This design comes from an exercise in tuning for small area, a short achievable clock period and few clock cycles on the open sky130 flow, not from production work. In this exercise RTL edits were held to simulation tests only and were not proved equivalent to the original. Power and IR drop assume default switching activity.

==> v35: inputs <==
// crc_block
module crc_block (
    input  wire        clk,
    input  wire        rst,
    input  wire        reg_we,
    input  wire [9:0]  reg_waddr,
    input  wire [31:0] reg_wdata,
    input  wire        reg_re,
    input  wire [9:0]  reg_raddr,
    output wire [31:0] reg_rdata,
    input  wire        cmd_valid,
    input  wire        cmd_op,
    input  wire [3:0]  cmd_unit,
    output reg         cmd_ready,
    output reg         resp_valid,
    output reg  [7:0]  resp_status,
    input  wire        s_valid,
    output wire        s_ready,
    input  wire [7:0]  s_data,
    input  wire        s_first,
    input  wire        s_last,
    input  wire        s_dir,       
    input  wire [7:0]  s_svc,
    input  wire [15:0] s_peer,
    output reg         r_valid,
    output reg         r_hit,
    output reg  [3:0]  r_unit,
    output reg         r_ok,
    output reg  [10:0] r_len,
    output reg  [31:0] r_crc,
    output reg  [31:0] r_app
);
    localparam [7:0] ST_OK        = 8'h00;
    localparam [7:0] ST_BIND_DUP  = 8'h40;
    localparam [7:0] ST_CFG_RANGE = 8'h41;
    function [7:0] rev8(input [7:0] b);
        integer i;
        begin
            for (i = 0; i < 8; i = i + 1)
  ...
Settings: LEC_CHECK=0, CAP_MARGIN=40, CORE_MARGIN=2, CORE_UTILIZATION=60, CTS_CLUSTER_DIAMETER=70, CTS_CLUSTER_SIZE=25, PLACE_DENSITY=0.7, SLEW_MARGIN=60; clock period 18.0 ns.
standard.sh (not shown) runs the stock make flow with config.mk's settings and CLKGATE_MAP_FILE= SYNTH_SCRIPT=/design/flow/synth_recipe.tcl, a recipe that flattens the netlist after the stock synthesis.
==> flow/flow/run.sh <==
#!/bin/bash
# Layout flow: the standard ORFS flow (standard.sh: the unchanged standard
# synthesis, floorplan, power grid, placement, CTS and routing) with these
# changes to how the layout is made:
#  - timing repair aims below the clock period: repair_timing works on the
#    worst paths longer than 18 ns - SETUP_SLACK_MARGIN;
set -euo pipefail
bash standard.sh \
  SETUP_SLACK_MARGIN=12.5 \
  TNS_END_PERCENT=5 \
  "BUFFER_PORTS_ARGS=-buffer_cell sky130_fd_sc_hd__buf_2" \
  finish > flow.log 2>&1
==> v19 (differences from v35) <==
--- a/flow/design.v
+++ b/flow/design.v
@@ -200,14 +200,16 @@
     reg [7:0]  c_data;
     reg        c_first;
     reg        c_last;
     reg [31:0] run_crc;
     reg [10:0] run_n;
     reg [31:0] run_hist;    
     reg        run_fed;     
+    reg [31:0] e_rx;        
+    reg        e_rx_hi;     
     reg        e_eg_ok;     
     reg        e_in_ok;     
     reg        q_valid;
     reg [5:0]  q_width;
     reg [31:0] q_xm;
     reg [2:0]  q_c;
     reg        q_refout;
@@ -247,17 +249,16 @@
                 if (v[i]) lowest = i[3:0];
         end
     endfunction
     wire       lk_hit  = (|lk_spec) || (|lk_wild);
     wire [3:0] lk_unit = (|lk_spec) ? lowest(lk_spec) : lowest(lk_wild);
     wire [2:0]  rd_reg  = reg_raddr[4:2];
     wire        cmd_fetch = (c_state == C_CHK1);
-    wire        cmd_sel   = (c_state == C_CHK1) || (c_state == C_CHK2) || (c_state == C_RUN);
-    wire        use_cfg   = l_valid || cmd_sel;
-    wire [3:0]  cfg_unit  = cmd_sel ? c_unit : l_unit;
+    wire        use_cfg   = l_valid || cmd_fetch;
+    wire [3:0]  cfg_unit  = cmd_fetch ? c_unit : l_unit;
     wire        use_cnt   = c_valid && c_last;
     reg [15:0]  rd_u;
     reg [7:0]   rd_r;
     reg [15:0]  pipe_u, cnt_u;
     reg [15:0]  sel_cfg, sel_poly, sel_init, sel_xo, sel_bind, sel_chk, sel_good, sel_bad;
     always @(*) begin
         for (ui = 0; ui < 8; ui = ui + 1)
@@ -323,30 +324,34 @@
     wire [7:0]  hist_c   = ({8{f_coh[0]}} & run_hist[7:0])   | ({8{f_coh[1]}} & run_hist[15:8]) |
                            ({8{f_coh[2]}} & run_hist[23:16]) | ({8{f_coh[3]}} & run_hist[31:24]);
     wire [7:0]  feed_b   = f_dir ? hist_c : c_data;
     wire [7:0]  feed_r   = f_refin ? rev8(feed_b) : feed_b;
     wire [31:0] crc_next = feed ? crc8_mat(crc_in, feed_r, f_poly, f_am) : crc_in;
     wire [10:0] n_next   = n_in + 11'd1;
     wire [31:0] hist_next = {hist_in[23:0], c_data};
+    reg  [31:0] e_rxw;
+    integer     k;
+    always @(*) begin
+        e_rxw = 32'd0;
+        for (k = 0; k < 4; k = k + 1)
+            if (k < f_c)
+                e_rxw[8*k +: 8] = hist_next[8*(f_c-1-k) +: 8];
+    end
+    wire [31:0] e_rxo   = order_bytes(e_rxw, f_c, f_order);
+    wire [31:0] e_v     = e_rxo ^ f_xm;
+    wire [63:0] e_v_w   = {e_v, 32'd0} >> f_width;
+    wire [31:0] e_rx_n  = f_refout ? rev32(e_v) : e_v_w[31:0];
+    wire        e_hi_n  = f_refout || ((e_rxo & ~width_mask(f_width)) == 32'd0);
     wire        e_eg_n  = (n_next >= 11'd4) && (n_next <= 11'd1484 - {8'd0, f_c});
     wire        e_in_n  = (n_next >= {8'd0, f_c} + 11'd4);
     wire [63:0] fin_w   = {32'd0, run_crc} << q_width;
     wire [31:0] fin_u   = q_refout ? rev32(run_crc) : fin_w[63:32];
     wire [31:0] fin_chk = fin_u ^ q_xm;
     wire [31:0] fin_app = order_bytes(fin_chk, q_c, q_order);
-    reg  [31:0] fin_rxw;
-    integer     k;
-    always @(*) begin
-        fin_rxw = 32'd0;
-        for (k = 0; k < 4; k = k + 1)
-            if (k < q_c)
-                fin_rxw[8*k +: 8] = run_hist[8*(q_c-1-k) +: 8];
-    end
-    wire [31:0] fin_rx  = order_bytes(fin_rxw, q_c, q_order);
-    wire        fin_ok  = !q_hit || (q_dir ? (e_in_ok && (fin_rx == fin_chk)) : e_eg_ok);
+    wire        fin_ok  = !q_hit || (q_dir ? (e_in_ok && e_rx_hi && (e_rx == run_crc)) : e_eg_ok);
     reg  [10:0] fin_len;
     always @(*) begin
         if (!q_hit)
             fin_len = run_n;
         else if (!q_dir)
             fin_len = fin_ok ? run_n + {8'd0, q_c} : run_n;
         else
@@ -498,26 +503,28 @@
             b_first <= (c_idx == 4'd0);
             b_last  <= (c_idx == 4'd8);
         end else begin
             b_data  <= l_data;
             b_first <= l_first;
             b_last  <= l_last;
         end
-        p_width  <= m_width;
-        p_poly   <= m_poly;
-        p_init   <= m_init;
-        p_xorout <= m_xorout;
-        p_refin  <= m_refin;
-        p_refout <= m_refout;
-        p_order  <= m_order;
-        p_strip  <= m_strip;
-        p_dir    <= cmd_sel ? 1'b0 : l_dir;
-        p_hit    <= cmd_sel ? 1'b1 : l_hit;
-        p_cmd    <= cmd_sel;
-        p_unit   <= cfg_unit;
+        if ((l_valid && l_first) || cmd_fetch) begin
+            p_width  <= m_width;
+            p_poly   <= m_poly;
+            p_init   <= m_init;
+            p_xorout <= m_xorout;
+            p_refin  <= m_refin;
+            p_refout <= m_refout;
+            p_order  <= m_order;
+            p_strip  <= m_strip;
+            p_dir    <= cmd_fetch ? 1'b0 : l_dir;
+            p_hit    <= cmd_fetch ? 1'b1 : l_hit;
+            p_cmd    <= cmd_fetch;
+            p_unit   <= cfg_unit;
+        end
         c_data  <= b_data;
         c_first <= b_first;
         c_last  <= b_last;
         if (b_valid && b_first) begin
             f_width  <= p_width;
             f_poly   <= p_poly_w[31:0];
             f_am     <= crc_amat(p_poly_w[31:0]);
@@ -536,29 +543,35 @@
         end
         if (c_valid) begin
             run_crc  <= crc_next;
             run_n    <= n_next;
             run_hist <= hist_next;
             run_fed  <= (n_next >= {8'd0, f_c});
         end
+        e_rx    <= e_rx_n;
+        e_rx_hi <= e_hi_n;
         e_eg_ok <= e_eg_n;
         e_in_ok <= e_in_n;
-        q_width  <= f_width;
-        q_xm     <= f_xm;
-        q_c      <= f_c;
-        q_refout <= f_refout;
-        q_order  <= f_order;
-        q_strip  <= f_strip;
-        q_dir    <= f_dir;
-        q_hit    <= f_hit;
-        q_cmd    <= f_cmd;
-        q_unit   <= f_unit;
+        if (c_valid && c_last) begin
+            q_width  <= f_width;
+            q_xm     <= f_xm;
+            q_c      <= f_c;
+            q_refout <= f_refout;
+            q_order  <= f_order;
+            q_strip  <= f_strip;
+            q_dir    <= f_dir;
+            q_hit    <= f_hit;
+            q_cmd    <= f_cmd;
+            q_unit   <= f_unit;
+        end
         g_good <= (good_now && q_unit == f_unit) ? good_inc : m_good;
         g_bad  <= (bad_now && q_unit == f_unit) ? bad_inc : m_bad;
-        r_hit  <= q_hit;
-        r_unit <= q_hit ? q_unit : 4'd0;
-        r_ok   <= fin_ok;
-        r_len  <= fin_len;
-        r_crc  <= q_hit ? fin_chk : 32'd0;
-        r_app  <= (q_hit && !q_dir) ? fin_app : 32'd0;
+        if (res_now) begin
+            r_hit  <= q_hit;
+            r_unit <= q_hit ? q_unit : 4'd0;
+            r_ok   <= fin_ok;
+            r_len  <= fin_len;
+            r_crc  <= q_hit ? fin_chk : 32'd0;
+            r_app  <= (q_hit && !q_dir) ? fin_app : 32'd0;
+        end
     end
 endmodule
==> flow/flow/run.sh (replaced) <==
#!/bin/bash
# Layout flow: the standard ORFS flow (standard.sh: the unchanged standard
# synthesis, floorplan, power grid, placement, CTS and routing) with these
# changes to how the layout is made:
#  - timing repair aims below the clock period: repair_timing works on the
#    worst paths longer than 18 ns - SETUP_SLACK_MARGIN;
#  - repair_design keeps slews and loads further below the library limits;
#  - ports get buf_2 buffers (repair resizes them where timing needs it).
# The SDC, the clock period and the I/O delays are the standard flow's. Each step's log is
# under orfs/logs; make's own output is in flow.log.
set -euo pipefail
bash standard.sh \
  SETUP_SLACK_MARGIN=12.5 \
  TNS_END_PERCENT=5 \
  SLEW_MARGIN=60 \
  CAP_MARGIN=40 \
  "BUFFER_PORTS_ARGS=-buffer_cell sky130_fd_sc_hd__buf_2" \
  finish > flow.log 2>&1
Settings changed: CAP_MARGIN 40 to 20, SLEW_MARGIN 60 to 20.
==> comparison table <==
Least-Margin Pin Slew: v35 0.718 ns; v19 0.920 ns
Taps Inserted: v35 3,919; v19 4,100
Post-Synth XOR/XNOR Area: v35 3.99%; v19 4.04%
Number of different library cells in the post-synthesis netlist: v35 108; v19 105
Sequential area share after synthesis: v35 70.8%; v19 69.9%
Result of the run: v35 timing/DRC/antenna clean; v19 timing/DRC/antenna clean
Met3 track utilization from global routing: v35 11.6%; v19 11.3%
Via count of the first global-routing pass: v35 112k; v19 117k
Net load switching power: v35 0.00703 W; v19 0.00663 W
Power density over the cells: v35 115 nW/um2; v19 110 nW/um2
Adder-cell area share of the yosys netlist: v35 0.332%; v19 0.366%
Final wirelength: v35 635 mm; v19 660 mm
Termination of the worst setup path: v35 rd_b[20]; v19 reg_rdata[21]
Synthesized-area fraction occupied by ao, oa, aoi and oai cells: v35 12.7%; v19 13.4%
Crit path launch: v35 reg_raddr[4]; v19 rd_b[21]
Drt first-iter violations: v35 20.4k; v19 21.3k
IR drop worst, VDD: v35 105 uV; v19 97.6 uV
Maximum number of pins on one net before global-route repair: v35 91; v19 87
Testbench counts of v35, summed over its fixed seeds: cycles 65,467.
Testbench counts of v19, summed over its fixed seeds: cycles 65,467.

[what the ideal ports hide]
The flow's constraints put no driver on any port. The routed layouts listed below were extracted and timed again, unchanged, in two steps.
Step 1: set_driving_cell puts a clkbuf_16 on clk and a buf_2 on each other input, an assumption about the parent block.
Step 2 times the ports against the registers' clock, not the clock port: input delays grow and output delays shrink by t, the midpoint of the rising clock arrivals with the driver on.
Three values: no drivers, after step 1, after step 2; two values: the first two.
run | shift t [ns] | setup WS [ns] | worst setup path after step 2 | worst slew at a driven data input, ns | pins driven straight from the clock port
v35 | 1.063 | 12.255 / 12.201 / 11.145 | input to register | 0.27 | 1
v19 | 1.062 | 12.191 / 12.074 / 11.204 | input to register | 0.24 | 1
After both steps every run listed still meets setup and hold. The setup slack of v35, which loses most, moves by -0.054 ns with the drivers and by -1.110 ns with both steps.
